Background: an optimization exercise with open tools, aiming at small area and a short achievable clock period. Do not read the settings as production practice.
Only simulation tests tie the RTL to the original design; equivalence was not proved.

==> flow/design.v, too long to show whole: its modules and the start of the top module <==
// module bobbin_div: 54 lines
// module bobbin_sqrt_step: 13 lines
// module bobbin_mul: 1605 lines
// module bobbin: 427 lines
// module bobbin_add: 81 lines
module bobbin (
    input  wire        clk,
    input  wire        rst,           
    input  wire        restart,       
    input  wire        snag_release,  
    input  wire [10:0] prog_len,      
    input  wire [23:0] wdog_limit,    
    input  wire [4:0]  self_id,       
    input  wire [31:0] time_ns,       
    input  wire [14:0] ev_in,         
    input  wire        tick_us,       
    output wire [9:0]  imem_addr,
    input  wire [31:0] imem_data,
    output wire [11:0] dmem_addr,
    output wire        dmem_re,
    output wire [3:0]  dmem_we,
    output wire [31:0] dmem_wdata,
    input  wire [31:0] dmem_rdata,
    output wire [6:0]  port_addr,
    output wire        port_re,
    output wire        port_we,
    output wire [31:0] port_wdata,
    input  wire [31:0] port_rdata,
    output wire [2:0]  state,
    output wire [1:0]  snag_code
);
  // ...
==> flow/run.sh <==
#!/bin/bash
# synth_recipe.tcl (not shown) runs the flow's synth.tcl, then flattens the netlist and writes it again
# the make line also repeats each setting of config.mk as NAME=value (left out here)
make -C /OpenROAD-flow-scripts/flow DESIGN_CONFIG=/design/flow/config.mk WORK_HOME=/design/flow/orfs CLKGATE_MAP_FILE= SYNTH_SCRIPT=/design/flow/synth_recipe.tcl finish
==> flow/config.mk <==
export PLATFORM = sky130hd
export DESIGN_NAME = bobbin
export DESIGN_NICKNAME = bobbin
export VERILOG_FILES = /design/flow/design.v
export SDC_FILE = /design/flow/constraint.sdc
export NUM_CORES = 4
export LEC_CHECK = 0
export ABC_AREA = 1
export CAP_MARGIN = 20
export CORE_MARGIN = 2
export CORE_UTILIZATION = 30
export PLACE_DENSITY = 0.45
export SLEW_MARGIN = 20
==> flow/constraint.sdc <==
create_clock -name core_clock -period 22.0 [get_ports {clk}]
set_input_delay 4.4000 -clock core_clock [delete_from_list [all_inputs] [get_ports {clk}]]
set_output_delay 4.4000 -clock core_clock [all_outputs]
set_load 0.01 [all_outputs]
==> qor.csv, run 1 <==
stage,metric,value,unit
synth,Yosys warning count,10,
layout,post-route cell area,103200,um^2
synth,"FF+latch count, synth",719,
routing,Max Used Layer,met5,
routing,Avg WL per Cell,35.32,um
layout,share of cells above drive strength 1,8.454,%
run_status,status,timing/DRC/antenna clean,
timing,relative slew slack,11.55,%
cts,Clock Pin Slew Worst Setup and Hold Paths,0.06,ns
synth,Post-Synth Adder-Cell Area,19.17,%
place,GPL Wtd Cong,1.078,
synth,synth top area cells,"edfxtp_1, fa_1, nand2_1",
synth,mapped cell area,92320,um^2
synth,Post-synth EDFFs,544,
min_path,WHS Endpoint,wake_q[0],
worst_setup_path,WP depth,50,
routing,drt total wl,592600,um
routing,Final ANT Viol Nets,0,
routing,first-pass detailed-route iteration total,9,
worst_setup_path,maximum fanout along the worst path,30,
timing,worst slew pin tran,1.317,ns
layout,Syn-to-layout area delta,11.79,%
synth,largest family of logic cells by synthesized area,compound AO/OA/AOI/OAI gates,
synth,Synth Area in XOR/XNOR,6.479,%
synth,largest area contributor in the netlist,edfxtp_1,
layout,"most common cell after layout, fill and taps aside",nand2_1,
die,I/O pin count,293,
synth,sequential area share after synthesis,21.49,%
synth,syn avg cell area,7.299,um^2
layout,"commonest cells after routing, fill and taps aside","nand2_1, inv_1, nand3_1, a21oi_1, o21ai_0",
==> module bobbin, before the edit <==
module bobbin (
    input  wire        clk,
    input  wire        rst,           
    input  wire        restart,       
    input  wire        snag_release,  
    input  wire [10:0] prog_len,      
    input  wire [23:0] wdog_limit,    
    input  wire [4:0]  self_id,       
    input  wire [31:0] time_ns,       
    input  wire [14:0] ev_in,         
    input  wire        tick_us,       
    output wire [9:0]  imem_addr,
    input  wire [31:0] imem_data,
    output wire [11:0] dmem_addr,
    output wire        dmem_re,
    output wire [3:0]  dmem_we,
    output wire [31:0] dmem_wdata,
    input  wire [31:0] dmem_rdata,
    output wire [6:0]  port_addr,
    output wire        port_re,
    output wire        port_we,
    output wire [31:0] port_wdata,
    input  wire [31:0] port_rdata,
    output wire [2:0]  state,
    output wire [1:0]  snag_code
);
    localparam [2:0] S_STOPPED = 3'd0, S_IDLE = 3'd2, S_RUN = 3'd3, S_SNAG = 3'd4;
    localparam [1:0] C_NONE = 2'd0, C_ILLEGAL = 2'd1, C_RANGE = 2'd2, C_WDOG = 2'd3;
    localparam [5:0] OP_NOP = 6'h01, OP_ADD = 6'h02, OP_SUB = 6'h03, OP_ADDS = 6'h04,
                     OP_SUBS = 6'h05, OP_AND = 6'h06, OP_OR = 6'h07, OP_XOR = 6'h08,
                     OP_SHL = 6'h09, OP_SHR = 6'h0A, OP_ASR = 6'h0B, OP_MUL = 6'h0C,
                     OP_MULH = 6'h0D, OP_MULHU = 6'h0E, OP_MULSH = 6'h0F, OP_DIVU = 6'h10,
                     OP_DIVS = 6'h11, OP_SQRTU = 6'h12, OP_MIN = 6'h13, OP_MAX = 6'h14,
                     OP_SLT = 6'h15, OP_SLTU = 6'h16, OP_ABS = 6'h17, OP_CLAMP = 6'h18,
                     OP_ADDI = 6'h19, OP_ANDI = 6'h1A, OP_ORI = 6'h1B, OP_XORI = 6'h1C,
                     OP_SHLI = 6'h1D, OP_SHRI = 6'h1E, OP_ASRI = 6'h1F, OP_LUI = 6'h20,
                     OP_LD = 6'h21, OP_LDH = 6'h22, OP_LDHU = 6'h23, OP_ST = 6'h24,
                     OP_STH = 6'h25, OP_LUT = 6'h26, OP_IN = 6'h27, OP_OUT = 6'h28,
                     OP_BEQ = 6'h29, OP_BNE = 6'h2A, OP_BLT = 6'h2B, OP_BGE = 6'h2C,
                     OP_BLTU = 6'h2D, OP_BGEU = 6'h2E, OP_JMP = 6'h2F, OP_CALL = 6'h30,
                     OP_RET = 6'h31, OP_WAIT = 6'h32, OP_END = 6'h33;
    reg [2:0]  state_q;
    reg [1:0]  code_q;
    reg [9:0]  pc_q;
    reg [31:0] regs [1:15];
    reg [15:0] pend_q;
    reg [15:0] wake_q;
    reg [31:0] timer_q;
    reg [23:0] wd_q;
    reg        mc_busy_q;
    reg [3:0]  mc_cnt_q;
    reg        mc_sqrt_q;    
    reg        mc_divs_q;    
    reg        mc_neg_q;     
    wire [31:0] ir     = imem_data;
    wire [5:0]  op     = ir[31:26];
    wire [3:0]  f_hi   = ir[25:22];    
    wire [3:0]  f_mid  = ir[21:18];    
    wire [3:0]  f_lo   = ir[17:14];    
    wire [4:0]  sh     = ir[4:0];
    wire [17:0] imm18  = ir[17:0];
    wire [15:0] imm16  = ir[15:0];
    wire [7:0]  portn  = ir[7:0];
    wire [9:0]  target = ir[9:0];
    wire [15:0] wmask  = ir[15:0];
    wire [31:0] simm = {{14{imm18[17]}}, imm18};
    wire [31:0] uimm = {14'd0, imm18};
    wire [3:0]  q_idx = op[5] ? f_hi : f_lo;
    wire [31:0] P = (f_mid == 4'd0) ? 32'd0 : regs[f_mid];    
    wire [31:0] Q = (q_idx == 4'd0) ? 32'd0 : regs[q_idx];    
    wire [32:0] sum33, dif33;
    bobbin_add #(33, 2) u_sum (.a({P[31], P}), .b({Q[31], Q}), .ci(1'b0), .s(sum33), .co());
    bobbin_add #(33, 2) u_dif (.a({P[31], P}), .b(~{Q[31], Q}), .ci(1'b1), .s(dif33), .co());
    wire        lts   = dif33[32];                  
    wire        ltu   = dif33[32] ^ P[31] ^ Q[31];  
    wire        eq    = (P == Q);
    wire [31:0] ea;                                 
    bobbin_add #(32, 2) u_ea (.a(P), .b(simm), .ci(1'b0), .s(ea), .co());
    wire [31:0] nP, nQ;
    bobbin_add #(32, 1) u_nP (.a(~P), .b(32'd0), .ci(1'b1), .s(nP), .co());
    bobbin_add #(32, 1) u_nQ (.a(~Q), .b(32'd0), .ci(1'b1), .s(nQ), .co());
    function [31:0] sat33;
        input [32:0] v;
        begin
            if (v[32] != v[31])
                sat33 = v[32] ? 32'h8000_0000 : 32'h7FFF_FFFF;
            else
                sat33 = v[31:0];
        end
    endfunction
    wire is_lut  = (op == OP_LUT);
    wire mul_sgn = (op != OP_MULHU);
    wire [11:0] lut_base = imm18[11:0];
    wire [10:0] lut_hi;
    wire        lut_co;
    bobbin_add #(11, 2) u_la (.a(lut_base[11:1]), .b({3'd0, P[15:8]}), .ci(1'b0), .s(lut_hi), .co(lut_co));
    wire [12:0] lut_addr = {lut_co, lut_hi, lut_base[0]};
    wire [15:0] lut_t0   = dmem_rdata[15:0];
    wire [15:0] lut_t1   = dmem_rdata[31:16];
    wire [16:0] lut_d;
    bobbin_add #(17, 2) u_ld (.a({lut_t1[15], lut_t1}), .b(~{lut_t0[15], lut_t0}), .ci(1'b1), .s(lut_d), .co());
    wire [32:0] mB = is_lut ? {25'd0, P[7:0]} : {mul_sgn & P[31], P};
    wire [32:0] mA = is_lut ? {{16{lut_d[16]}}, lut_d} : {mul_sgn & Q[31], Q};
    wire [63:0] prod;
    bobbin_mul u_mul (.a(mA), .b(mB), .add_lo(is_lut ? lut_t0[14:0] : 15'd0),
                      .add_s(is_lut & lut_t0[15]), .p(prod));
    wire is_mulf = (op == OP_MUL) || (op == OP_MULSH) || is_lut;
    wire is_shl  = (op == OP_SHL) || (op == OP_SHLI);
    wire is_asr  = (op == OP_ASR) || (op == OP_ASRI);
    wire [4:0] samt = op[4] ? imm18[4:0] : Q[4:0];    
    wire [31:0] fhi  = is_mulf ? prod[63:32] :
                       is_shl  ? {1'b0, P[31:1]} : {32{is_asr & P[31]}};
    wire [31:0] flo  = is_mulf ? prod[31:0] :
                       is_shl  ? {P[0], 31'd0} : P;
    wire [4:0]  famt = is_mulf ? (is_lut ? 5'd8 : sh) :
                       is_shl  ? ~samt : samt;
    wire [63:0] fsh  = {fhi, flo} >> famt;
    wire [31:0] fout = fsh[31:0];
    reg  [31:0] sh_mask;
    integer k;
    always @(*)
        for (k = 0; k < 32; k = k + 1)
            sh_mask[k] = (k[4:0] >= sh);
    wire mulsh_ovf = |((prod[62:31] ^ {32{prod[63]}}) & sh_mask);
    wire [31:0] mulsh_v = (mulsh_ovf && op == OP_MULSH) ?
                          {prod[63], {31{~prod[63]}}} : fout;
    wire        mc_start;
    wire        st_divs = (op == OP_DIVS);
    wire        st_sqrt = (op == OP_SQRTU);
    wire [31:0] div_a = (st_divs && P[31]) ? nP : P;
    wire [31:0] div_b = (st_divs && Q[31]) ? nQ : Q;
    wire [31:0] mc_q;        
    wire [15:0] mc_root;     
    bobbin_div u_div (
        .clk(clk), .start(mc_start), .sqrt_start(st_sqrt), .sqrt_q(mc_sqrt_q),
        .opa(div_a), .opb(div_b), .quotient(mc_q), .root(mc_root)
    );
    wire [31:0] nq;
    bobbin_add #(32, 1) u_nq (.a(~mc_q), .b(32'd0), .ci(1'b1), .s(nq), .co());
    wire [31:0] mc_result =
        mc_sqrt_q ? {16'd0, mc_root} :
        !mc_divs_q ? mc_q :
        mc_q[31] ? (mc_neg_q ? 32'h8000_0000 : 32'h7FFF_FFFF) :
        mc_neg_q ? nq : mc_q;
    wire active   = (state_q == S_RUN) || (state_q == S_IDLE);
    wire wd_ge;
    bobbin_add #(24, 1) u_wdc (.a(wd_q), .b(~wdog_limit), .ci(1'b1), .s(), .co(wd_ge));
    wire wd_fire  = active && (wdog_limit != 24'd0) && wd_ge;
    wire abandon  = rst || (state_q == S_SNAG ? snag_release : restart);
    wire in_port_ext  = (portn <= 8'h0F);
    wire in_port_ok   = in_port_ext || portn == 8'h38 || portn == 8'h39 || portn == 8'h3A;
    wire out_port_ext = (portn >= 8'h40 && portn <= 8'h4F) || portn == 8'h79;
    wire out_port_ok  = out_port_ext || portn == 8'h78;
    wire ea_hi_zero = (ea[31:12] == 20'd0);
    wire bad_w   = !ea_hi_zero || (ea[1:0] != 2'd0);
    wire bad_h   = !ea_hi_zero || ea[0];
    wire bad_lut = lut_base[0] || lut_co || (&lut_hi);    
    wire bad_ret = ({1'b0, regs[15][9:0]} >= prog_len);
    wire pc_last = (pc_q == 10'd1023);
    wire [10:0] pc_inc;     
    bobbin_add #(10, 0) u_pci (.a(pc_q), .b(10'd0), .ci(1'b1), .s(pc_inc[9:0]), .co(pc_inc[10]));
    wire [15:0] wait_hit = pend_q & wmask;
    wire        wait_go  = (wait_hit != 16'd0);
    reg        illegal;      
    reg        bad_addr;     
    reg        wr_en;        
    reg [31:0] wr_val;
    reg        seq;          
    reg        jump;         
    reg        is_mc;        
    reg        is_end;
    reg        is_wait;
    always @(*) begin
        illegal  = 1'b0;
        bad_addr = 1'b0;
        wr_en    = 1'b0;
        wr_val   = 32'd0;
        seq      = 1'b1;
        jump     = 1'b0;
        is_mc    = 1'b0;
        is_end   = 1'b0;
        is_wait  = 1'b0;
        case (op)
            OP_NOP: illegal = (ir[25:0] != 26'd0);
            OP_ADD, OP_SUB, OP_ADDS, OP_SUBS, OP_AND, OP_OR, OP_XOR, OP_SHL, OP_SHR,
            OP_ASR, OP_MUL, OP_MULH, OP_MULHU, OP_MIN, OP_MAX, OP_SLT, OP_SLTU,
            OP_CLAMP: begin
                illegal = (ir[13:0] != 14'd0);
                wr_en   = 1'b1;
                case (op)
                    OP_ADD:   wr_val = sum33[31:0];
                    OP_SUB:   wr_val = dif33[31:0];
                    OP_ADDS:  wr_val = sat33(sum33);
                    OP_SUBS:  wr_val = sat33(dif33);
                    OP_AND:   wr_val = P & Q;
                    OP_OR:    wr_val = P | Q;
                    OP_XOR:   wr_val = P ^ Q;
                    OP_SHL, OP_SHR, OP_ASR, OP_MUL:
                              wr_val = fout;
                    OP_MULH, OP_MULHU:
                              wr_val = prod[63:32];
                    OP_MIN:   wr_val = lts ? P : Q;
                    OP_MAX:   wr_val = lts ? Q : P;
                    OP_SLT:   wr_val = {31'd0, lts};
                    OP_SLTU:  wr_val = {31'd0, ltu};
                    default:  wr_val = Q[31] ? 32'd0 : sum33[32] ? nQ :
                                       (!lts && !eq) ? Q : P;    
                endcase
            end
            OP_MULSH: begin
                illegal = (ir[13:5] != 9'd0);
                wr_en   = 1'b1;
                wr_val  = mulsh_v;
            end
            OP_DIVU, OP_DIVS: begin
                illegal = (ir[13:0] != 14'd0);
                is_mc   = 1'b1;
            end
            OP_SQRTU: begin
                illegal = (ir[17:0] != 18'd0);
                is_mc   = 1'b1;
            end
            OP_ABS: begin
                illegal = (ir[17:0] != 18'd0);
                wr_en   = 1'b1;
                wr_val  = P[31] ? (nP[31] ? 32'h7FFF_FFFF : nP) : P;
            end
            OP_ADDI: begin wr_en = 1'b1; wr_val = ea; end
            OP_ANDI: begin wr_en = 1'b1; wr_val = P & uimm; end
            OP_ORI:  begin wr_en = 1'b1; wr_val = P | uimm; end
            OP_XORI: begin wr_en = 1'b1; wr_val = P ^ uimm; end
            OP_SHLI, OP_SHRI, OP_ASRI: begin
                illegal = (imm18[17:5] != 13'd0);
                wr_en   = 1'b1;
                wr_val  = fout;
            end
            OP_LUI: begin
                illegal = (ir[21:16] != 6'd0);
                wr_en   = 1'b1;
                wr_val  = {imm16, 16'd0};
            end
            OP_LD: begin
                bad_addr = bad_w;
                wr_en    = 1'b1;
                wr_val   = dmem_rdata;
            end
            OP_LDH, OP_LDHU: begin
                bad_addr = bad_h;
                wr_en    = 1'b1;
                wr_val   = {{16{dmem_rdata[15] & !op[0]}}, dmem_rdata[15:0]};
            end
            OP_ST:  bad_addr = bad_w;
            OP_STH: bad_addr = bad_h;
            OP_LUT: begin
                illegal  = (imm18[17:12] != 6'd0);
                bad_addr = bad_lut;
                wr_en    = 1'b1;
                wr_val   = fout;
            end
            OP_IN: begin
                illegal = (ir[21:8] != 14'd0) || !in_port_ok;
                wr_en   = 1'b1;
                if (portn == 8'h38)      wr_val = {27'd0, self_id};
                else if (portn == 8'h39) wr_val = time_ns;
                else if (portn == 8'h3A) wr_val = {16'd0, wake_q};
                else                     wr_val = port_rdata;
            end
            OP_OUT: illegal = (ir[21:8] != 14'd0) || !out_port_ok;
            OP_BEQ, OP_BNE, OP_BLT, OP_BGE, OP_BLTU, OP_BGEU: begin
                illegal = (ir[17:10] != 8'd0);
                case (op)
                    OP_BEQ:  jump = eq;
                    OP_BNE:  jump = !eq;
                    OP_BLT:  jump = !lts && !eq;
                    OP_BGE:  jump = lts || eq;
                    OP_BLTU: jump = !ltu && !eq;
                    default: jump = ltu || eq;
                endcase
                seq = !jump;
            end
            OP_JMP: begin
                illegal = (ir[25:10] != 16'd0);
                jump    = 1'b1;
                seq     = 1'b0;
            end
            OP_CALL: begin
                illegal = (ir[25:10] != 16'd0);
                jump    = 1'b1;
                seq     = 1'b0;
                wr_en   = 1'b1;
                wr_val  = {21'd0, pc_inc};
            end
            OP_RET: begin
                illegal  = (ir[25:0] != 26'd0);
                bad_addr = bad_ret;
                jump     = 1'b1;
                seq      = 1'b0;
            end
            OP_WAIT: begin
                illegal = (ir[25:16] != 10'd0);
                is_wait = 1'b1;
                seq     = wait_go;
            end
            OP_END: begin
                illegal = (ir[25:0] != 26'd0);
                is_end  = 1'b1;
                seq     = 1'b0;
            end
            default: illegal = 1'b1;
        endcase
    end
    wire [9:0] jump_pc = (op == OP_RET) ? regs[15][9:0] : target;
    wire [3:0] wr_reg = (op == OP_CALL) ? 4'd15 : f_hi;
    wire past_end = seq && pc_last;
    wire issue     = active && !mc_busy_q && !abandon && !wd_fire;
    wire violation = issue && (illegal || bad_addr || past_end);
    wire exec      = issue && !violation;
    wire mc_last   = mc_busy_q && (mc_cnt_q == 4'd15) && !abandon && !wd_fire;
    assign mc_start = exec && is_mc;
    assign imem_addr  = pc_q;
    assign state      = state_q;
    assign snag_code  = code_q;
    wire ok_seq = issue && !pc_last;
    wire is_ld  = (op == OP_LD);
    wire is_ldh = (op == OP_LDH) || (op == OP_LDHU);
    wire ld_ok  = ok_seq && ((is_ld && !bad_w) || (is_ldh && !bad_h) ||
                             (is_lut && imm18[17:12] == 6'd0 && !bad_lut));
    wire st_ok  = ok_seq && (op == OP_ST) && !bad_w;
    wire sth_ok = ok_seq && (op == OP_STH) && !bad_h;
    wire out_ok = ok_seq && (op == OP_OUT) && (ir[21:8] == 14'd0);
    assign dmem_addr  = is_lut ? lut_addr[11:0] : ea[11:0];
    assign dmem_re    = ld_ok;
    assign dmem_we    = {st_ok, st_ok, st_ok | sth_ok, st_ok | sth_ok};
    assign dmem_wdata = Q;
    assign port_addr  = portn[6:0];
    assign port_re    = ok_seq && (op == OP_IN) && (ir[21:8] == 14'd0) && in_port_ext;
    assign port_we    = out_ok && out_port_ext;
    assign port_wdata = Q;
    wire timer_wr   = out_ok && (portn == 8'h78);
    wire timer_fire = !timer_wr && tick_us && (timer_q == 32'd1);
    wire [31:0] timer_dec;
    bobbin_add #(32, 0) u_tdec (.a(timer_q), .b(32'hFFFF_FFFF), .ci(1'b0), .s(timer_dec), .co());
    wire [15:0] wait_take = (exec && is_wait) ? wait_hit : 16'd0;
    wire [23:0] wd_p1;
    wire        wd_full;
    bobbin_add #(24, 0) u_wdi (.a(wd_q), .b(24'd0), .ci(1'b1), .s(wd_p1), .co(wd_full));
    wire [23:0] wd_inc = wd_full ? wd_q : wd_p1;
    wire        rf_we = (exec && wr_en) || mc_last;
    wire [3:0]  rf_wa = mc_last ? f_hi : wr_reg;
    wire [31:0] rf_wd = mc_last ? mc_result : wr_val;
    integer i;
    always @(posedge clk) begin
        if (rst) begin
            for (i = 1; i < 16; i = i + 1)
                regs[i] <= 32'd0;
        end else if (rf_we && rf_wa != 4'd0) begin
            regs[rf_wa] <= rf_wd;
        end
    end
    always @(posedge clk) begin
        if (rst) begin
            state_q    <= S_RUN;
            code_q     <= C_NONE;
            pc_q       <= 10'd0;
            pend_q     <= 16'd0;
            wake_q     <= 16'd0;
            timer_q    <= 32'd0;
            wd_q       <= 24'd0;
            mc_busy_q  <= 1'b0;
            mc_cnt_q   <= 4'd0;
            mc_sqrt_q  <= 1'b0;
            mc_divs_q  <= 1'b0;
            mc_neg_q   <= 1'b0;
        end else begin
            pend_q <= (pend_q & ~wait_take) | {timer_fire, ev_in};
            if (timer_wr)
                timer_q <= Q;
            else if (tick_us && timer_q != 32'd0)
                timer_q <= timer_dec;
            if (abandon) begin
                state_q   <= S_RUN;
                code_q    <= C_NONE;
                pc_q      <= 10'd0;
                wd_q      <= 24'd0;
                mc_busy_q <= 1'b0;
            end else if (wd_fire) begin
                state_q   <= S_SNAG;
                code_q    <= C_WDOG;
                mc_busy_q <= 1'b0;
            end else if (mc_busy_q) begin
                wd_q     <= wd_inc;
                mc_cnt_q <= mc_cnt_q + 4'd1;
                if (mc_last) begin
                    mc_busy_q <= 1'b0;
                    pc_q      <= pc_inc[9:0];
                end
            end else if (violation) begin
                state_q <= S_SNAG;
                code_q  <= illegal ? C_ILLEGAL : C_RANGE;
            end else if (exec) begin
                if (is_mc) begin
                    mc_busy_q  <= 1'b1;
                    mc_cnt_q   <= 4'd1;
                    mc_sqrt_q  <= st_sqrt;
                    mc_divs_q  <= st_divs;
                    mc_neg_q   <= P[31] ^ Q[31];
                end
                if (is_wait && !seq) begin
                    state_q <= S_IDLE;
                    wd_q    <= 24'd0;
                end else if (is_end) begin
                    state_q <= S_STOPPED;
                    wd_q    <= 24'd0;
                end else begin
                    state_q <= S_RUN;
                    wd_q    <= wd_inc;
                    if (is_wait)
                        wake_q <= wait_hit;
                    if (jump)
                        pc_q <= jump_pc;
                    else if (seq && !is_mc)
                        pc_q <= pc_inc[9:0];
                end
            end
        end
    end
endmodule
==> run 2: changes to the inputs <==
--- a/flow/design.v
+++ b/flow/design.v
@@ -1742,14 +1742,18 @@
     wire [31:0] Q = (q_idx == 4'd0) ? 32'd0 : regs[q_idx];    
     wire [32:0] sum33, dif33;
-    bobbin_add #(33, 2) u_sum (.a({P[31], P}), .b({Q[31], Q}), .ci(1'b0), .s(sum33), .co());
-    bobbin_add #(33, 2) u_dif (.a({P[31], P}), .b(~{Q[31], Q}), .ci(1'b1), .s(dif33), .co());
+    wire [31:0] dP = (op == OP_DIVS) ? 32'd0 : P;    
+    bobbin_add #(33, 1) u_sum (.a({P[31], P}), .b({Q[31], Q}), .ci(1'b0), .s(sum33), .co());
+    bobbin_add #(33, 1) u_dif (.a({dP[31], dP}), .b(~{Q[31], Q}), .ci(1'b1), .s(dif33), .co());
     wire        lts   = dif33[32];                  
     wire        ltu   = dif33[32] ^ P[31] ^ Q[31];  
     wire        eq    = (P == Q);
     wire [31:0] ea;                                 
-    bobbin_add #(32, 2) u_ea (.a(P), .b(simm), .ci(1'b0), .s(ea), .co());
-    wire [31:0] nP, nQ;
-    bobbin_add #(32, 1) u_nP (.a(~P), .b(32'd0), .ci(1'b1), .s(nP), .co());
-    bobbin_add #(32, 1) u_nQ (.a(~Q), .b(32'd0), .ci(1'b1), .s(nQ), .co());
+    bobbin_add #(32, 1) u_ea (.a(P), .b(simm), .ci(1'b0), .s(ea), .co());
+    wire [31:0] mc_q;        
+    wire [31:0] neg_in = mc_busy_q ? mc_q : (op == OP_CLAMP) ? Q : P;
+    wire [31:0] neg_out;
+    bobbin_add #(32, 1) u_neg (.a(~neg_in), .b(32'd0), .ci(1'b1), .s(neg_out), .co());
+    wire [31:0] nP = neg_out;
+    wire [31:0] nQ = neg_out;
     function [31:0] sat33;
         input [32:0] v;
@@ -1766,10 +1770,10 @@
     wire [10:0] lut_hi;
     wire        lut_co;
-    bobbin_add #(11, 2) u_la (.a(lut_base[11:1]), .b({3'd0, P[15:8]}), .ci(1'b0), .s(lut_hi), .co(lut_co));
+    bobbin_add #(11, 1) u_la (.a(lut_base[11:1]), .b({3'd0, P[15:8]}), .ci(1'b0), .s(lut_hi), .co(lut_co));
     wire [12:0] lut_addr = {lut_co, lut_hi, lut_base[0]};
     wire [15:0] lut_t0   = dmem_rdata[15:0];
     wire [15:0] lut_t1   = dmem_rdata[31:16];
     wire [16:0] lut_d;
-    bobbin_add #(17, 2) u_ld (.a({lut_t1[15], lut_t1}), .b(~{lut_t0[15], lut_t0}), .ci(1'b1), .s(lut_d), .co());
+    bobbin_add #(17, 1) u_ld (.a({lut_t1[15], lut_t1}), .b(~{lut_t0[15], lut_t0}), .ci(1'b1), .s(lut_d), .co());
     wire [32:0] mB = is_lut ? {25'd0, P[7:0]} : {mul_sgn & P[31], P};
     wire [32:0] mA = is_lut ? {{16{lut_d[16]}}, lut_d} : {mul_sgn & Q[31], Q};
@@ -1787,6 +1791,10 @@
     wire [4:0]  famt = is_mulf ? (is_lut ? 5'd8 : sh) :
                        is_shl  ? ~samt : samt;
-    wire [63:0] fsh  = {fhi, flo} >> famt;
-    wire [31:0] fout = fsh[31:0];
+    wire [63:0] fx   = {fhi, flo};
+    wire [47:0] fw4  = famt[4] ? fx[63:16]  : fx[47:0];
+    wire [39:0] fw3  = famt[3] ? fw4[47:8]  : fw4[39:0];
+    wire [35:0] fw2  = famt[2] ? fw3[39:4]  : fw3[35:0];
+    wire [33:0] fw1  = famt[1] ? fw2[35:2]  : fw2[33:0];
+    wire [31:0] fout = famt[0] ? fw1[32:1]  : fw1[31:0];
     reg  [31:0] sh_mask;
     integer k;
@@ -1801,6 +1809,5 @@
     wire        st_sqrt = (op == OP_SQRTU);
     wire [31:0] div_a = (st_divs && P[31]) ? nP : P;
-    wire [31:0] div_b = (st_divs && Q[31]) ? nQ : Q;
-    wire [31:0] mc_q;        
+    wire [31:0] div_b = (st_divs && Q[31]) ? dif33[31:0] : Q;
     wire [15:0] mc_root;     
     bobbin_div u_div (
@@ -1808,6 +1815,5 @@
         .opa(div_a), .opb(div_b), .quotient(mc_q), .root(mc_root)
     );
-    wire [31:0] nq;
-    bobbin_add #(32, 1) u_nq (.a(~mc_q), .b(32'd0), .ci(1'b1), .s(nq), .co());
+    wire [31:0] nq = neg_out;
     wire [31:0] mc_result =
         mc_sqrt_q ? {16'd0, mc_root} :
--- a/flow/config.mk
+++ b/flow/config.mk
@@ -9,5 +9,6 @@
 export CAP_MARGIN = 20
 export CORE_MARGIN = 2
-export CORE_UTILIZATION = 30
-export PLACE_DENSITY = 0.45
+export CORE_UTILIZATION = 40
+export PLACE_DENSITY = 0.5
+export SETUP_SLACK_MARGIN = 4
 export SLEW_MARGIN = 20
==> qor.csv, run 2 <==
stage,metric,value,unit,change
run_status,status,timing/DRC/antenna clean,,unchanged
cts,CTS Buffer Depth,3,,unchanged
die,Initial Util,40.13,%,was 30.16%
timing,worst slew pin tran,1.341,ns,was 1.317 ns
die,Chip Width,478.1,um,was 558.7 um
cts,Hold Buf Count CTS,0,,unchanged
global_route,GRT Max-Usage Layer,met2,,unchanged
global_route,number of global-route vias before repair,94530,,was 96370
die,cell row count,174,,was 203
layout,"commonest cells after routing, fill and taps aside","nand2_1, inv_1, a21oi_1, o21ai_0, nand3_1",,"was nand2_1, inv_1, nand3_1, a21oi_1, o21ai_0"
worst_setup_path,"Req. time, crit path",22.42,ns,was 22.48 ns
die,Die Area,228600,um^2,was 312200 um^2
timing,max-slew violations,0,,unchanged
routing,Avg Vias per Cell,6.551,,was 6.007
die,I/O pin count,293,,unchanged
synth,Gate Count Post-Synth,12270,,was 12650
timing,crit share post-route,81.02,%,was 86.19%
cts,H-tree depth,3,,unchanged
synth,Post-synth EDFFs,544,,unchanged
global_route,GR Util met3,15.40,%,was 9.113%
timing,Worst Skew,0.04365,ns,was 0.08075 ns
global_route,routing usage on met2,69.30,%,was 56.86%
worst_setup_path,"Slowest-stage cell, CP",nand2_1,,was clkdlybuf4s50_1
worst_setup_path,max incr delay on CP,0.72,ns,was 1.15 ns
global_route,largest net degree at the start of global routing,114,,was 129
synth,Yosys warning count,8,,was 10
synth,Synth top area share,18.17,%,was 17.69%
layout,Largest register FFs,512,,unchanged
place,port bufs,292,,unchanged
cts,Clock Latency Late Sink,0.71,ns,was 0.76 ns
synth,synth cell count leaders,"nand2_1, inv_1, a21oi_1",,"was nand2_1, inv_1, nand3_1"
routing,DRC viols,0,,unchanged
cts,clock root buffer,clkbuf_16,,unchanged
timing,relative slew slack,10.44,%,was 11.55%
place,detailed placement HPWL,406400,um,was 436000 um
global_route,initial antenna violation count,81,,was 61
routing,vias post-DR,100400,,was 100800
job,max-cap violations,0,,unchanged
cts,cts bufs inserted,77,,was 90
die,CORE AREA,224000,um^2,was 306100 um^2
layout,final core occ,44.51,%,was 33.72%
synth,mapped cell area,89900,um^2,was 92320 um^2
cts,Clock Pin Slew Worst Setup and Hold Paths,0.06,ns,about the same
layout,Syn-to-layout area delta,10.92,%,was 11.79%
worst_setup_path,Crit. End Element,flop,,unchanged
routing,DRT iter0 DRCs,14650,,was 13340
min_path,worst min path class,reg -> reg,,unchanged
synth,syn avg cell area,7.324,um^2,was 7.299 um^2
layout,share of cells above drive strength 1,7.066,%,was 8.454%
routing,Avg WL per Cell,36.86,um,was 35.32 um
global_route,met1 Resource Use GR,58.22,%,was 46.42%
layout,"most common cell after layout, fill and taps aside",nand2_1,,unchanged
timing,Setup-failing EPs final,0,,unchanged
worst_setup_path,crit path DAT,18.25,ns,was 19.44 ns
cts,CTS tree,done,,unchanged
synth,"count leader, synth",nand2_1,,unchanged
cts,Sink Count,719,,unchanged
place,GPL Wtd Cong,1.107,,was 1.078
global_route,Total Routing Usage GR,47.90,%,was 36.97%
timing,maximum clock frequency,0.05611,GHz,was 0.05274 GHz
layout,nets,13480,,was 13840
global_route,first-pass GRT wire length,769900,um,was 804700 um
timing,final hold vios,0,,unchanged
synth,"FF+latch count, synth",719,,unchanged
timing,minimum clock period,17.82,ns,was 18.96 ns
synth,sequential area share after synthesis,22.07,%,was 21.49%
worst_setup_path,CP startpoint kind,primary input,,unchanged
routing,Final ANT Viol Nets,0,,unchanged
layout,Biggest register,regs,,unchanged
timing,final setup TNS,0,ns,unchanged
synth,largest area contributor in the netlist,edfxtp_1,,unchanged
routing,first-pass detailed-route iteration total,12,,was 9
global_route,grt ovf,0,,unchanged
synth,synth top area cells,"edfxtp_1, fa_1, nand2_1",,unchanged
worst_setup_path,maximum fanout along the worst path,55,,was 30
worst_setup_path,crit path kind,in -> reg,,unchanged
place,placed cell area,96260,um^2,was 100100 um^2
timing,RSZ-0062 raised after global routing,false,,unchanged
synth,synth unique cells,67,,was 74
synth,Main synth FF type,edfxtp_1,,unchanged
routing,drt total wl,564800,um,was 592600 um
worst_setup_path,Most common cell on crit path,nand2_1,,unchanged
synth,"Async S/R FF share, synth",0,%,unchanged
layout,post-route cell area,99720,um^2,was 103200 um^2
die,floorplan die height,478.1,um,was 558.7 um
==> run 2: critical path: cells and delay by family <==
| family | cells | cell delay, ns |
|---|---|---|
| AND/OR/NAND/NOR | 17 | 4.31 |
| buffers and inverters | 12 | 3.17 |
| XOR/XNOR | 1 | 0.19 |
| AO/OA/AOI/OAI | 9 | 2.32 |
| adder cells (fa/ha/maj) | 7 | 3.57 |
==> run 2: repair_timing <==
item	CTS	global route
cloned	4	0
endpoints found under the setup margin	517	517
resized for setup	20	52
pin swaps	3	5
setup buffers	6	26
==> run 2: per-layer routing <==
layer / part of all wire, % / up-vias
li1: - / 41490
met1: 36 / 49000
met2: 42 / 7727
met3: 13 / 2108
met4: 9.5 / 26
met5: 0.031 / -
==> run 2: path summary, 6_finish.rpt <==
path,depth (start not counted),endpoint,slack [ns],start
worst max-delay path,46,regs[4][1],4.18,imem_data[15]
worst min-delay path,2,wake_q[15],0.48,wake_q[15]
worst max register to register,43,regs[4][1],8.45,regs[15][1]
worst min register to register,2,wake_q[15],0.48,wake_q[15]
==> run 2: logic make-up (layout without fill, tap and decap cells) <==
kind of cell               after synthesis  in the layout  share of synthesized area, %
and+or+nand+nor                       4033           4034                         19.06
adders and majority gates             1087           1087                         20.11
DFF                                    719            719                         22.07
AOI/OAI and AO/OA                     3293           3294                         21.06
muxes                                   12             12                        0.1434
other                                    1             90                      0.004171
buffers and inverters                 2463           2426                         11.07
xor gates and xnor gates               666            666                         6.489
==> run 2: through the flow <==
| stage | hold slack [ns] | setup slack, ns | cells |
|---|---|---|---|
| after floorplan | 0.4355 | 6.858 | 12310 |
| after global placement | 0.4568 | 1.855 | 15080 |
| after detailed placement | 0.4611 | 2.162 | 15080 |
| after CTS | 0.4708 | 4.019 | 15230 |
| after global routing | 0.4831 | 4.004 | 15280 |
| final | 0.4754 | 4.176 | 15320 |
==> run 2: final cells by class <==
type	count	area, um^2
Inverter	1529	5801
Multi-Input combinational cell	9125	60860
Fill cell	22920	124300
Clock buffer	89	2012
Antenna cell	58	145.1
Tap cell	2992	3744
Clock inverter	51	613.1
Sequential cell	719	19840
Timing Repair Buffer	757	6705
==> run 3: changes to the inputs <==
--- a/flow/design.v
+++ b/flow/design.v
@@ -1874,8 +1874,4 @@
                     OP_OR:    wr_val = P | Q;
                     OP_XOR:   wr_val = P ^ Q;
-                    OP_SHL, OP_SHR, OP_ASR, OP_MUL:
-                              wr_val = fout;
-                    OP_MULH, OP_MULHU:
-                              wr_val = prod[63:32];
                     OP_MIN:   wr_val = lts ? P : Q;
                     OP_MAX:   wr_val = lts ? Q : P;
@@ -1889,5 +1885,4 @@
                 illegal = (ir[13:5] != 9'd0);
                 wr_en   = 1'b1;
-                wr_val  = mulsh_v;
             end
             OP_DIVU, OP_DIVS: begin
@@ -1911,5 +1906,4 @@
                 illegal = (imm18[17:5] != 13'd0);
                 wr_en   = 1'b1;
-                wr_val  = fout;
             end
             OP_LUI: begin
@@ -1934,5 +1928,4 @@
                 bad_addr = bad_lut;
                 wr_en    = 1'b1;
-                wr_val   = fout;
             end
             OP_IN: begin
@@ -2026,5 +2019,11 @@
     wire        rf_we = (exec && wr_en) || mc_last;
     wire [3:0]  rf_wa = mc_last ? f_hi : wr_reg;
-    wire [31:0] rf_wd = mc_last ? mc_result : wr_val;
+    wire is_late = (op == OP_SHL) || (op == OP_SHR) || (op == OP_ASR) || (op == OP_MUL) ||
+                   (op == OP_MULH) || (op == OP_MULHU) || (op == OP_MULSH) || (op == OP_SHLI) ||
+                   (op == OP_SHRI) || (op == OP_ASRI) || is_lut;
+    wire is_mulhi = (op == OP_MULH) || (op == OP_MULHU);
+    wire [31:0] late_val = is_mulhi ? prod[63:32] : mulsh_v;
+    wire [31:0] early_val = mc_last ? mc_result : wr_val;
+    wire [31:0] rf_wd = (is_late && !mc_busy_q) ? late_val : early_val;
     integer i;
     always @(posedge clk) begin
--- a/flow/config.mk
+++ b/flow/config.mk
@@ -11,4 +11,5 @@
 export CORE_UTILIZATION = 40
 export PLACE_DENSITY = 0.5
-export SETUP_SLACK_MARGIN = 4
+export SETUP_SLACK_MARGIN = 5
 export SLEW_MARGIN = 20
+export TNS_END_PERCENT = 10
==> qor.csv, run 3 <==
stage,metric,value,unit,change
run_status,status,timing/DRC/antenna clean,,unchanged
synth,Main synth FF type,edfxtp_1,,unchanged
worst_setup_path,"Req. time, crit path",22.63,ns,was 22.42 ns
layout,Largest register FFs,512,,unchanged
timing,final hold vios,0,,unchanged
synth,Synth top area share,18.19,%,was 18.17%
worst_setup_path,maximum fanout along the worst path,36,,was 55
worst_setup_path,Crit. End Element,flop,,unchanged
min_path,worst min path class,reg -> reg,,unchanged
place,detailed placement HPWL,374200,um,was 406400 um
layout,Syn-to-layout area delta,11.69,%,was 10.92%
cts,H-tree depth,3,,unchanged
timing,worst slew pin tran,1.363,ns,was 1.341 ns
job,max-cap violations,0,,unchanged
routing,Final ANT Viol Nets,0,,unchanged
routing,drt total wl,534800,um,was 564800 um
synth,synth unique cells,76,,was 67
timing,crit share post-route,76.98,%,was 81.02%
place,placed cell area,95690,um^2,was 96260 um^2
global_route,number of global-route vias before repair,91730,,was 94530
synth,synth cell count leaders,"nand2_1, inv_1, o21ai_0",,"was nand2_1, inv_1, a21oi_1"
synth,synth top area cells,"edfxtp_1, fa_1, nand2_1",,unchanged
worst_setup_path,Most common cell on crit path,nand2_1,,unchanged
global_route,initial antenna violation count,49,,was 81
worst_setup_path,max incr delay on CP,1.14,ns,was 0.72 ns
cts,CTS Buffer Depth,3,,unchanged
routing,DRC viols,0,,unchanged
timing,maximum clock frequency,0.05905,GHz,was 0.05611 GHz
timing,Setup-failing EPs final,0,,unchanged
synth,Post-Synth Adder-Cell Area,20.13,%,was 20.11%
die,cell row count,173,,was 174
synth,Yosys warning count,8,,unchanged
routing,Avg Vias per Cell,6.452,,was 6.551
layout,"most common cell after layout, fill and taps aside",nand2_1,,unchanged
routing,DRT iter0 DRCs,15510,,was 14650
cts,Clock Pin Slew Worst Setup and Hold Paths,0.06,ns,about the same
synth,Synth Area in Compound Gates,19.69,%,was 21.06%
synth,Gate Count Post-Synth,12140,,was 12270
timing,minimum clock period,16.94,ns,was 17.82 ns
die,Die Area,228300,um^2,was 228600 um^2
routing,first-pass detailed-route iteration total,8,,was 12
synth,mux share of post-synthesis cell area,0.05574,%,was 0.1434%
synth,syn avg cell area,7.394,um^2,was 7.324 um^2
global_route,Total Routing Usage GR,45.10,%,was 47.90%
cts,clock root buffer,clkbuf_16,,unchanged
synth,Post-synth EDFFs,544,,unchanged
timing,max-slew violations,0,,unchanged
timing,fin worst setup slack,5.064,ns,was 4.176 ns
synth,largest area contributor in the netlist,edfxtp_1,,unchanged
synth,"count leader, synth",nand2_1,,unchanged
synth,sequential area share after synthesis,22.10,%,was 22.07%
layout,Finished Layout Cells,15190,,was 15320
layout,share of cells above drive strength 1,8.154,%,was 7.066%
place,dpl cells,14900,,was 15080
synth,"Async S/R FF share, synth",0,%,unchanged
layout,post-route cell area,100300,um^2,was 99720 um^2
cts,cts bufs inserted,91,,was 77
global_route,largest net degree at the start of global routing,99,,was 114
timing,relative slew slack,8.190,%,was 10.44%
timing,RSZ-0062 raised after global routing,false,,unchanged
synth,post-synthesis simple-gate area fraction,20.58,%,was 19.06%
cts,CTS tree,done,,unchanged
die,I/O pin count,293,,unchanged
worst_setup_path,crit path kind,in -> reg,,unchanged
place,GPL Wtd Cong,1.082,,was 1.107
timing,Worst Skew,0.08518,ns,was 0.04365 ns
layout,"commonest cells after routing, fill and taps aside","nand2_1, inv_1, o21ai_0, nor2_1, nand3_1",,"was nand2_1, inv_1, a21oi_1, o21ai_0, nand3_1"
place,setup slack at placement,3.045,ns,was 2.162 ns
synth,Synth Area in XOR/XNOR,6.214,%,was 6.489%
worst_setup_path,crit path DAT,17.57,ns,was 18.25 ns
place,port bufs,292,,unchanged
die,Chip Width,477.8,um,was 478.1 um
global_route,grt ovf,0,,unchanged
synth,"FF+latch count, synth",719,,unchanged
worst_setup_path,"Slowest-stage cell, CP",o21ai_0,,was nand2_1
layout,area taken by multi-input logic gates,60980,um^2,was 60860 um^2
worst_setup_path,CP startpoint kind,primary input,,unchanged
global_route,first-pass GRT wire length,730500,um,was 769900 um
layout,final core occ,45.02,%,was 44.51%
layout,Biggest register,regs,,unchanged
cts,Sink Count,719,,unchanged
die,floorplan die height,477.8,um,was 478.1 um
routing,vias post-DR,97980,,was 100400
die,CORE AREA,222700,um^2,was 224000 um^2
synth,largest family of logic cells by synthesized area,simple AND/OR/NAND/NOR gates,,was compound AO/OA/AOI/OAI gates
timing,final setup TNS,0,ns,unchanged
cts,Clock Latency Late Sink,0.82,ns,was 0.71 ns
die,Initial Util,40.31,%,was 40.13%
synth,mapped cell area,89780,um^2,was 89900 um^2
layout,FILL cells,22780,,was 22920
layout,nets,13370,,was 13480
layout,FF+latch area,19840,um^2,about the same
routing,Avg WL per Cell,35.22,um,was 36.86 um
## run 3: through the flow
| step | hold WS (ns) |
|---|---|
| after floorplan | 0.4394 |
| after global placement | 0.4659 |
| after detailed placement | 0.4687 |
| after CTS | 0.4755 |
| after global routing | 0.4863 |
| final | 0.4669 |
## run 3: what timing repair did
action,CTS,global route
setup buffers,48,21
gates cloned,1,5
gates resized for setup,94,114
setup endpoints to repair,517,517
pin swaps,6,8
hold buffers,0,0
## run 3: critical path, delay by kind of cell
kind	cells	cell delay, ns
simple gates	25	4.85
fa+ha+maj	7	3.56
buf+inv	10	2.34
compound gates	4	2.13
xor+xnor	1	0.13
## run 3: layout make-up
class | instances | share of cell area, %
repair buffers | 744 | 6.725
multi-input cells | 9007 | 60.81
diodes | 33 | 0.08235
flip-flops and latches | 719 | 19.79
well taps | 2975 | 3.712
clock buffers | 125 | 2.500
inverters | 1536 | 5.879
clock inverters | 47 | 0.5066
## run 3: metal layers
metal	up-vias	share of wire, %	GRT usage (%)
li1	41000	-	-
met1	47450	37	56.24
met2	7594	41	64.46
met3	1913	14	16.26
met4	32	8.7	31.45
met5	-	0.041	0
## run 3: kinds of logic after synthesis
| group | Yosys count |
|---|---|
| XOR/XNOR | 637 |
| AND/OR/NAND/NOR | 4276 |
| flip-flops | 719 |
| other | 1 |
| buffers and inverters | 2451 |
| adder cells (fa/ha/maj) | 1087 |
| AO/OA/AOI/OAI | 2967 |
| multiplexers | 5 |
## run 3: worst paths after layout
kind	startpoint	to	slack [ns]	cells past startpoint
min reg2reg	u_div.quo_q[19]	u_div.quo_q[21]	0.47	2
max reg2reg	regs[15][3]	regs[12][29]	9.28	46
min	u_div.quo_q[19]	u_div.quo_q[21]	0.47	2
max	imem_data[28]	regs[12][29]	5.06	47
==> run 4: changes to the inputs <==
--- a/flow/design.v
+++ b/flow/design.v
@@ -1830,8 +1830,15 @@
     wire out_port_ext = (portn >= 8'h40 && portn <= 8'h4F) || portn == 8'h79;
     wire out_port_ok  = out_port_ext || portn == 8'h78;
-    wire ea_hi_zero = (ea[31:12] == 20'd0);
+    wire [19:0] ea_x  = P[31:12] ^ simm[31:12];
+    wire [19:0] ea_o  = P[31:12] | simm[31:12];
+    wire [11:0] ea_lo;
+    wire        ea_c12;
+    bobbin_add #(12, 1) u_ealo (.a(P[11:0]), .b(simm[11:0]), .ci(1'b0), .s(ea_lo), .co(ea_c12));
+    wire ea_hi_zero = (ea_x[0] == ea_c12) && (ea_x[19:1] == ea_o[18:0]);
     wire bad_w   = !ea_hi_zero || (ea[1:0] != 2'd0);
     wire bad_h   = !ea_hi_zero || ea[0];
-    wire bad_lut = lut_base[0] || lut_co || (&lut_hi);    
+    wire lut_big;
+    bobbin_add #(11, 1) u_lbig (.a(lut_base[11:1]), .b({3'd0, P[15:8]}), .ci(1'b1), .s(), .co(lut_big));
+    wire bad_lut = lut_base[0] || lut_big;
     wire bad_ret = ({1'b0, regs[15][9:0]} >= prog_len);
     wire pc_last = (pc_q == 10'd1023);
==> flow/flow/run.sh (new file) <==
#!/bin/bash
# Own flow: the standard layout (standard.sh) unchanged, except that
#  - the port buffers that the standard flow inserts on every input and
#    output are buf_4 cells instead of the default delay buffer.
# The synthesis is the standard one. Each make run's full output goes to a
# log file in this folder; the tools' own logs stay under orfs/logs/.
set -euo pipefail
bash standard.sh synth > log_1_synth.txt 2>&1
bash standard.sh SETUP_SLACK_MARGIN=9 "BUFFER_PORTS_ARGS=-buffer_cell sky130_fd_sc_hd__buf_4" finish > log_2_layout.txt 2>&1
==> flow/standard.sh (new file) <==
#!/bin/bash
# synth_recipe.tcl (not shown) runs the flow's synth.tcl, then flattens the netlist and writes it again
# the make line also repeats each setting of config.mk as NAME=value (left out here)
make -C /OpenROAD-flow-scripts/flow DESIGN_CONFIG=/design/flow/config.mk WORK_HOME=/design/flow/orfs CLKGATE_MAP_FILE= SYNTH_SCRIPT=/design/flow/synth_recipe.tcl "${@:-finish}"
--- a/flow/config.mk
+++ b/flow/config.mk
@@ -9,7 +9,6 @@
 export CAP_MARGIN = 20
 export CORE_MARGIN = 2
-export CORE_UTILIZATION = 40
-export PLACE_DENSITY = 0.5
-export SETUP_SLACK_MARGIN = 5
+export CORE_UTILIZATION = 30
+export PLACE_DENSITY = 0.45
 export SLEW_MARGIN = 20
 export TNS_END_PERCENT = 10
removed: flow/run.sh
==> qor.csv, run 4 <==
stage,metric,value,unit,change
run_status,status,timing/DRC/antenna clean,,unchanged
synth,Post-Synth Adder-Cell Area,20.41,%,was 20.13%
worst_setup_path,"delay-heaviest family, CP",simple AND/OR/NAND/NOR gates,,unchanged
synth,Synth Area in XOR/XNOR,6.522,%,was 6.214%
routing,DRC viols,0,,unchanged
synth,Synth Area in Compound Gates,19.74,%,was 19.69%
place,GPL Wtd Cong,1.090,,was 1.082
synth,"FF+latch count, synth",719,,unchanged
timing,Setup-failing EPs final,0,,unchanged
synth,synth cell count leaders,"nand2_1, inv_1, nor2_1",,"was nand2_1, inv_1, o21ai_0"
layout,Largest register FFs,512,,unchanged
routing,Avg Vias per Cell,5.971,,was 6.452
synth,mux share of post-synthesis cell area,0.06296,%,was 0.05574%
timing,minimum clock period,13.95,ns,was 16.94 ns
timing,max-slew violations,0,,unchanged
worst_setup_path,max incr delay on CP,0.95,ns,was 1.14 ns
cts,Sink Count,719,,unchanged
cts,clock root buffer,clkbuf_16,,unchanged
cts,CTS Buffer Depth,3,,unchanged
routing,vias post-DR,99130,,was 97980
cts,Clock Pin Slew Worst Setup and Hold Paths,0.06,ns,about the same
global_route,initial antenna violation count,75,,was 49
place,port bufs,292,,unchanged
synth,syn avg cell area,7.320,um^2,was 7.394 um^2
min_path,worst min path class,reg -> reg,,unchanged
cts,Hold Buf Count CTS,0,,unchanged
die,Initial Util,30.13,%,was 40.31%
global_route,Total Routing Usage GR,37.29,%,was 45.10%
layout,"most common cell after layout, fill and taps aside",nand2_1,,unchanged
timing,maximum clock frequency,0.07171,GHz,was 0.05905 GHz
worst_setup_path,crit path kind,in -> reg,,unchanged
global_route,largest net degree at the start of global routing,74,,was 99
worst_setup_path,"Req. time, crit path",22.50,ns,was 22.63 ns
global_route,GRT Max-Usage Layer,met2,,unchanged
timing,relative slew slack,10.36,%,was 8.190%
die,CORE AREA,296800,um^2,was 222700 um^2
routing,Avg WL per Cell,35.27,um,was 35.22 um
synth,largest family of logic cells by synthesized area,adder cells,,was simple AND/OR/NAND/NOR gates
routing,first-pass detailed-route iteration total,7,,was 8
global_route,first-pass GRT wire length,787300,um,was 730500 um
routing,drt total wl,585500,um,was 534800 um
die,Die Area,302500,um^2,was 228300 um^2
synth,"count leader, synth",nand2_1,,unchanged
synth,"Async S/R FF share, synth",0,%,unchanged
global_route,grt ovf,0,,unchanged
die,I/O pin count,293,,unchanged
worst_setup_path,maximum fanout along the worst path,48,,was 36
global_route,routing usage on met2,54.74,%,was 64.46%
worst_setup_path,crit path DAT,14.45,ns,was 17.57 ns
timing,worst slew pin tran,1.345,ns,was 1.363 ns
synth,synth unique cells,80,,was 76
global_route,number of global-route vias before repair,94750,,was 91730
synth,synth top area cells,"edfxtp_1, fa_1, nand2_1",,unchanged
timing,Worst Skew,0.07942,ns,was 0.08518 ns
job,max-cap violations,0,,unchanged
timing,final setup TNS,0,ns,unchanged
global_route,GR Util met3,11.21,%,was 16.26%
die,cell row count,200,,was 173
synth,Synth top area share,18.27,%,was 18.19%
synth,Post-synth EDFFs,544,,unchanged
timing,final hold vios,0,,unchanged
die,floorplan die height,550.0,um,was 477.8 um
place,detailed placement HPWL,392200,um,was 374200 um
synth,Main synth FF type,edfxtp_1,,unchanged
cts,CTS tree,done,,unchanged
layout,share of cells above drive strength 1,16.79,%,was 8.154%
worst_setup_path,Most common cell on crit path,nand2_1,,unchanged
worst_setup_path,Crit. End Element,flop,,unchanged
routing,DRT iter0 DRCs,13450,,was 15510
layout,nets,13850,,was 13370
synth,Yosys warning count,9,,was 8
cts,cts bufs inserted,88,,was 91
die,Chip Width,550.0,um,was 477.8 um
synth,Gate Count Post-Synth,12220,,was 12140
timing,RSZ-0062 raised after global routing,true,,was false
place,setup slack at placement,3.758,ns,was 3.045 ns
synth,post-synthesis simple-gate area fraction,20.28,%,was 20.58%
cts,H-tree depth,3,,unchanged
synth,sequential area share after synthesis,22.18,%,was 22.10%
timing,crit share post-route,63.39,%,was 76.98%
cts,Clock Latency Late Sink,0.78,ns,was 0.82 ns
synth,largest area contributor in the netlist,edfxtp_1,,unchanged
worst_setup_path,"Slowest-stage cell, CP",nor4_1,,was o21ai_0
layout,Syn-to-layout area delta,23.71,%,was 11.69%
global_route,met1 Resource Use GR,46.01,%,was 56.24%
layout,"commonest cells after routing, fill and taps aside","nand2_1, inv_1, o21ai_0, nor2_1, nand3_1",,unchanged
worst_setup_path,Buf/Inv on CP,10,,unchanged
timing,fin worst setup slack,8.054,ns,was 5.064 ns
synth,mapped cell area,89430,um^2,was 89780 um^2
routing,Final ANT Viol Nets,0,,unchanged
worst_setup_path,CP startpoint kind,primary input,,unchanged
layout,Biggest register,regs,,unchanged
==> run 4: timing repair <==
action / 4_1_cts / 5_1_grt
setup buffers: 304 / 67
resized for setup: 827 / 460
cloned: 75 / 16
pin swaps: 190 / 167
hold endpoints to repair: 0 / 0
endpoints found under the setup margin: 1108 / 1096
==> run 4: worst paths after layout <==
path | start | end | slack [ns] | cells after the start
hold reg to reg | u_div.quo_q[20] | u_div.quo_q[22] | 0.47 | 2
setup reg to reg | u_div.dvs_q[0] | regs[5][24] | 8.38 | 49
hold / removal | u_div.quo_q[20] | u_div.quo_q[22] | 0.47 | 2
setup / recovery | imem_data[23] | regs[5][24] | 8.05 | 38
==> run 4: cell families after synthesis <==
kind of cell,count (synthesis)
compound gates,2958
xor+xnor,666
fa+ha+maj,1101
buf+inv,2406
flops,719
mux,5
other cells,1
simple gates,4361
==> run 4: area by class of cell <==
cell class / count / area [um^2]
repair inverters: 5 / 75.07
diodes: 35 / 87.58
flip-flops and latches: 719 / 19840
multi-input cells: 9144 / 64580
inverters: 1509 / 6022
repair buffers: 1089 / 12150
fillers: 31050 / 186100
well taps: 3939 / 4928
clock inverters: 57 / 619.3
clock buffers: 106 / 2331
==> run 4: metrics by stage <==
step | utilization [%] | hold slack, ns | instances | cell area [um^2]
2_1_floorplan | - | 0.4357 | 12250 | 90780
3_3_place_gp | 32.56 | 0.4613 | 15940 | 96640
3_5_place_dp | 32.57 | 0.4624 | 15940 | 96670
4_1_cts | 36.33 | 0.4719 | 16480 | 107800
5_1_grt | 37.25 | 0.4979 | 16570 | 110600
6_report | 37.28 | 0.4735 | 16600 | 110600
==> run 4: layer usage <==
| metal | vias to the layer above | wire, um | share of wire (%) |
|---|---|---|---|
| met5 | - | 209 | 0.036 |
| met4 | 28 | 50590 | 8.6 |
| met3 | 1715 | 69110 | 12 |
| met2 | 6850 | 245900 | 42 |
| met1 | 48710 | 219700 | 38 |
| li1 | 41830 | - | - |
==> run 4: worst register-to-register path, delay by kind of cell (launching register included) <==
kind | cells | cell delay (ns)
AO/OA/AOI/OAI | 7 | 3.14
adder cells (fa/ha/maj) | 5 | 1.52
flip-flops | 1 | 0.53
AND/OR/NAND/NOR | 30 | 6.54
buffers and inverters | 7 | 1.68
==> run 5: changes to the inputs <==
--- a/flow/design.v
+++ b/flow/design.v
@@ -1770,5 +1770,5 @@
     wire [10:0] lut_hi;
     wire        lut_co;
-    bobbin_add #(11, 1) u_la (.a(lut_base[11:1]), .b({3'd0, P[15:8]}), .ci(1'b0), .s(lut_hi), .co(lut_co));
+    bobbin_add #(11, 3) u_la (.a(lut_base[11:1]), .b({3'd0, P[15:8]}), .ci(1'b0), .s(lut_hi), .co(lut_co));
     wire [12:0] lut_addr = {lut_co, lut_hi, lut_base[0]};
     wire [15:0] lut_t0   = dmem_rdata[15:0];
@@ -1823,5 +1823,5 @@
     wire active   = (state_q == S_RUN) || (state_q == S_IDLE);
     wire wd_ge;
-    bobbin_add #(24, 1) u_wdc (.a(wd_q), .b(~wdog_limit), .ci(1'b1), .s(), .co(wd_ge));
+    bobbin_add #(24, 3) u_wdc (.a(wd_q), .b(~wdog_limit), .ci(1'b1), .s(), .co(wd_ge));
     wire wd_fire  = active && (wdog_limit != 24'd0) && wd_ge;
     wire abandon  = rst || (state_q == S_SNAG ? snag_release : restart);
@@ -1834,10 +1834,10 @@
     wire [11:0] ea_lo;
     wire        ea_c12;
-    bobbin_add #(12, 1) u_ealo (.a(P[11:0]), .b(simm[11:0]), .ci(1'b0), .s(ea_lo), .co(ea_c12));
+    bobbin_add #(12, 3) u_ealo (.a(P[11:0]), .b(simm[11:0]), .ci(1'b0), .s(ea_lo), .co(ea_c12));
     wire ea_hi_zero = (ea_x[0] == ea_c12) && (ea_x[19:1] == ea_o[18:0]);
     wire bad_w   = !ea_hi_zero || (ea[1:0] != 2'd0);
     wire bad_h   = !ea_hi_zero || ea[0];
     wire lut_big;
-    bobbin_add #(11, 1) u_lbig (.a(lut_base[11:1]), .b({3'd0, P[15:8]}), .ci(1'b1), .s(), .co(lut_big));
+    bobbin_add #(11, 3) u_lbig (.a(lut_base[11:1]), .b({3'd0, P[15:8]}), .ci(1'b1), .s(), .co(lut_big));
     wire bad_lut = lut_base[0] || lut_big;
     wire bad_ret = ({1'b0, regs[15][9:0]} >= prog_len);
@@ -2007,5 +2007,5 @@
     wire sth_ok = ok_seq && (op == OP_STH) && !bad_h;
     wire out_ok = ok_seq && (op == OP_OUT) && (ir[21:8] == 14'd0);
-    assign dmem_addr  = is_lut ? lut_addr[11:0] : ea[11:0];
+    assign dmem_addr  = is_lut ? lut_addr[11:0] : ea_lo;
     assign dmem_re    = ld_ok;
     assign dmem_we    = {st_ok, st_ok, st_ok | sth_ok, st_ok | sth_ok};
--- a/flow/config.mk
+++ b/flow/config.mk
@@ -12,3 +12,3 @@
 export PLACE_DENSITY = 0.45
 export SLEW_MARGIN = 20
-export TNS_END_PERCENT = 10
+export TNS_END_PERCENT = 3
==> qor.csv, run 5 <==
stage,metric,value,unit,change
synth,Synth top area share,18.21,%,was 18.27%
place,port bufs,292,,unchanged
layout,post-route cell area,112700,um^2,was 110600 um^2
synth,sequential area share after synthesis,22.11,%,was 22.18%
synth,synth top area cells,"edfxtp_1, fa_1, nand2_1",,unchanged
synth,synth unique cells,76,,was 80
die,Chip Width,550.9,um,was 550.0 um
cts,Clock Latency Late Sink,0.80,ns,was 0.78 ns
die,Die Area,303500,um^2,was 302500 um^2
timing,RSZ-0062 raised after global routing,true,,unchanged
timing,max-slew violations,0,,unchanged
place,dpl cells,15850,,was 15940
routing,DRC viols,0,,unchanged
timing,fin worst setup slack,8.225,ns,was 8.054 ns
timing,crit share post-route,62.62,%,was 63.39%
synth,"Async S/R FF share, synth",0,%,unchanged
worst_setup_path,"Slowest-stage cell, CP",o22ai_2,,was nor4_1
timing,minimum clock period,13.78,ns,was 13.95 ns
global_route,Total Routing Usage GR,36.89,%,was 37.29%
timing,relative slew slack,6.571,%,was 10.36%
cts,H-tree depth,3,,unchanged
timing,final hold vios,0,,unchanged
layout,"most common cell after layout, fill and taps aside",nand2_1,,unchanged
layout,Syn-to-layout area delta,25.58,%,was 23.71%
routing,vias post-DR,100900,,was 99130
layout,Largest register FFs,512,,unchanged
cts,clock root buffer,clkbuf_16,,unchanged
synth,synth cell count leaders,"nand2_1, inv_1, o21ai_0",,"was nand2_1, inv_1, nor2_1"
synth,Post-synth EDFFs,544,,unchanged
routing,drt total wl,585900,um,was 585500 um
routing,Final ANT Viol Nets,0,,unchanged
worst_setup_path,CP startpoint kind,primary input,,unchanged
job,max-cap violations,0,,unchanged
synth,"FF+latch count, synth",719,,unchanged
synth,"count leader, synth",nand2_1,,unchanged
routing,Avg Vias per Cell,6.093,,was 5.971
layout,share of cells above drive strength 1,18.10,%,was 16.79%
die,CORE AREA,297300,um^2,was 296800 um^2
worst_setup_path,crit path DAT,9.38,ns,was 14.45 ns
synth,Gate Count Post-Synth,12150,,was 12220
die,Initial Util,30.18,%,was 30.13%
die,I/O pin count,293,,unchanged
global_route,initial antenna violation count,55,,was 75
worst_setup_path,Most common cell on crit path,nand2_1,,unchanged
layout,area taken by multi-input logic gates,65180,um^2,was 64580 um^2
synth,Yosys warning count,9,,unchanged
synth,syn avg cell area,7.387,um^2,was 7.320 um^2
worst_setup_path,Crit. End Element,output port,,was flop
global_route,number of global-route vias before repair,94320,,was 94750
routing,Avg WL per Cell,35.37,um,was 35.27 um
timing,Setup-failing EPs final,0,,unchanged
worst_setup_path,"Req. time, crit path",17.60,ns,was 22.50 ns
place,placed cell area,97020,um^2,was 96670 um^2
cts,CTS Buffer Depth,3,,unchanged
layout,Biggest register,regs,,unchanged
global_route,largest net degree at the start of global routing,68,,was 74
cts,Sink Count,719,,unchanged
global_route,first-pass GRT wire length,780900,um,was 787300 um
worst_setup_path,crit path kind,in -> out,,was in -> reg
synth,Main synth FF type,edfxtp_1,,unchanged
layout,FF+latch area,19840,um^2,unchanged
place,detailed placement HPWL,384400,um,was 392200 um
global_route,grt ovf,0,,unchanged
cts,Clock Pin Slew Worst Setup and Hold Paths,0.06,ns,about the same
min_path,worst min path class,reg -> reg,,unchanged
cts,cts bufs inserted,88,,unchanged
timing,Worst Skew,0.06781,ns,was 0.07942 ns
worst_setup_path,maximum fanout along the worst path,23,,was 48
timing,final setup TNS,0,ns,unchanged
synth,mapped cell area,89720,um^2,was 89430 um^2
run_status,status,timing/DRC/antenna clean,,unchanged
die,floorplan die height,550.9,um,was 550.0 um
die,cell row count,200,,unchanged
routing,first-pass detailed-route iteration total,9,,was 7
cts,CTS tree,done,,unchanged
timing,worst slew pin tran,1.401,ns,was 1.345 ns
place,GPL Wtd Cong,1.073,,was 1.090
timing,maximum clock frequency,0.07259,GHz,was 0.07171 GHz
worst_setup_path,max incr delay on CP,0.46,ns,was 0.95 ns
synth,largest area contributor in the netlist,edfxtp_1,,unchanged
routing,DRT iter0 DRCs,14220,,was 13450
layout,nets,13800,,was 13850
layout,FILL cells,30810,,was 31050
layout,Finished Layout Cells,16560,,was 16600
cts,Hold Buf Count CTS,0,,unchanged
place,setup slack at placement,3.543,ns,was 3.758 ns
layout,"commonest cells after routing, fill and taps aside","nand2_1, inv_1, o21ai_0, a21oi_1, buf_4",,"was nand2_1, inv_1, o21ai_0, nor2_1, nand3_1"
==> run 5: cell types whose count changed after synthesis, sizes merged, moves of 34 or more <==
cell / change
nor2: -419
a21oi: +193
nor3: +162
o21ai: -83
o211ai: +63
nand2: -36
buf: +34
==> run 5: worst max-delay path: cells and delay by family <==
family	cells	cell delay, ns
AOI/OAI and AO/OA	6	1.13
adders and majority gates	2	0.49
buffers and inverters	12	2.24
and+or+nand+nor	10	1.00
==> run 5: cell families after synthesis <==
family	count (synthesis)	share of synthesized area (%)
and+or+nand+nor	4087	19.52
AOI/OAI and AO/OA	3136	20.62
buffers and inverters	2435	10.91
adders and majority gates	1097	20.26
DFF	719	22.11
xor gates and xnor gates	663	6.480
muxes	7	0.08786
other	1	0.004180
==> run 5: metrics by stage <==
step	utilization (%)	hold WS, ns
floorplan	-	0.4394
global placement	32.62	0.4651
detailed placement	32.64	0.4665
CTS	36.74	0.4743
global route	37.88	0.4981
finish	37.90	0.4756
==> run 5: repair_timing <==
item	4_1_cts	5_1_grt
buffers inserted	309	108
cloned	78	27
setup endpoints to repair	1115	588
resized for setup	996	417
pin swaps	217	181
==> run 5: worst paths after layout <==
check | start | to | slack, ns | cells past startpoint
worst max-delay path | imem_data[20] | dmem_addr[11] | 8.22 | 30
worst min register to register | pend_q[7] | pend_q[7] | 0.48 | 2
worst min-delay path | pend_q[7] | pend_q[7] | 0.48 | 2
worst max register to register | u_div.dvs_q[3] | regs[5][2] | 9.08 | 54
==> run 5: layer usage <==
| metal | vias up | routed length (um) | global-route usage (%) | share of wire [%] |
|---|---|---|---|---|
| li1 | 42120 | - | - | - |
| met1 | 49500 | 218600 | 45.64 | 37 |
| met2 | 7311 | 238300 | 52.68 | 41 |
| met3 | 1957 | 72890 | 11.82 | 12 |
| met4 | 24 | 55900 | 29.14 | 9.5 |
| met5 | - | 169 | 0.01563 | 0.029 |
==> run 5: area by class of cell <==
| cell class | instances | share of cell area (%) |
|---|---|---|
| Sequential cell | 719 | 17.61 |
| Timing Repair Buffer | 1151 | 11.86 |
| Multi-Input combinational cell | 9042 | 57.85 |
| Timing Repair inverter | 8 | 0.08106 |
| Tap cell | 3939 | 4.374 |
| Inverter | 1509 | 5.538 |
| Clock inverter | 49 | 0.5153 |
| Clock buffer | 112 | 2.098 |
| Antenna cell | 33 | 0.07329 |

## static timing again, ports no longer ideal
The flow's constraints put no driver on any port. The routed layouts listed below were extracted and timed again, unchanged, in two steps. Step 1: set_driving_cell puts a clkbuf_16 on clk and a buf_2 on each other input, an assumption about the parent block. Step 2 adds t to the input delays and takes it off the output delays; t is the mean of the earliest and latest rising clock arrival at the registers after step 1. Input paths then give back, and output paths get back, about the clock's delay inside the block. a / b / c = ideal ports / drivers / drivers and shift; a / b = the first two.
run	shift t [ns]	setup slack, ns	worst setup path after step 2	latest minus earliest clock arrival (ns)	worst slew at a driven data input, ns
run 1	0.807	3.039 / 3.106 / 2.299	input to register	0.081 / 0.081	0.20
run 2	0.783	4.176 / 3.949 / 3.384	input to register	0.044 / 0.044	0.27
run 3	0.873	5.064 / 5.006 / 4.180	input to register	0.085 / 0.085	0.32
run 4	0.842	8.054 / 7.796 / 7.184	input to register	0.080 / 0.079	0.30
run 5	0.859	8.225 / 7.996 / 7.337	input to register	0.067 / 0.068	0.32
After both steps every run listed still meets setup and hold. The setup slack of run 5, which loses most, moves by -0.229 ns with the drivers and by -0.888 ns with both steps.
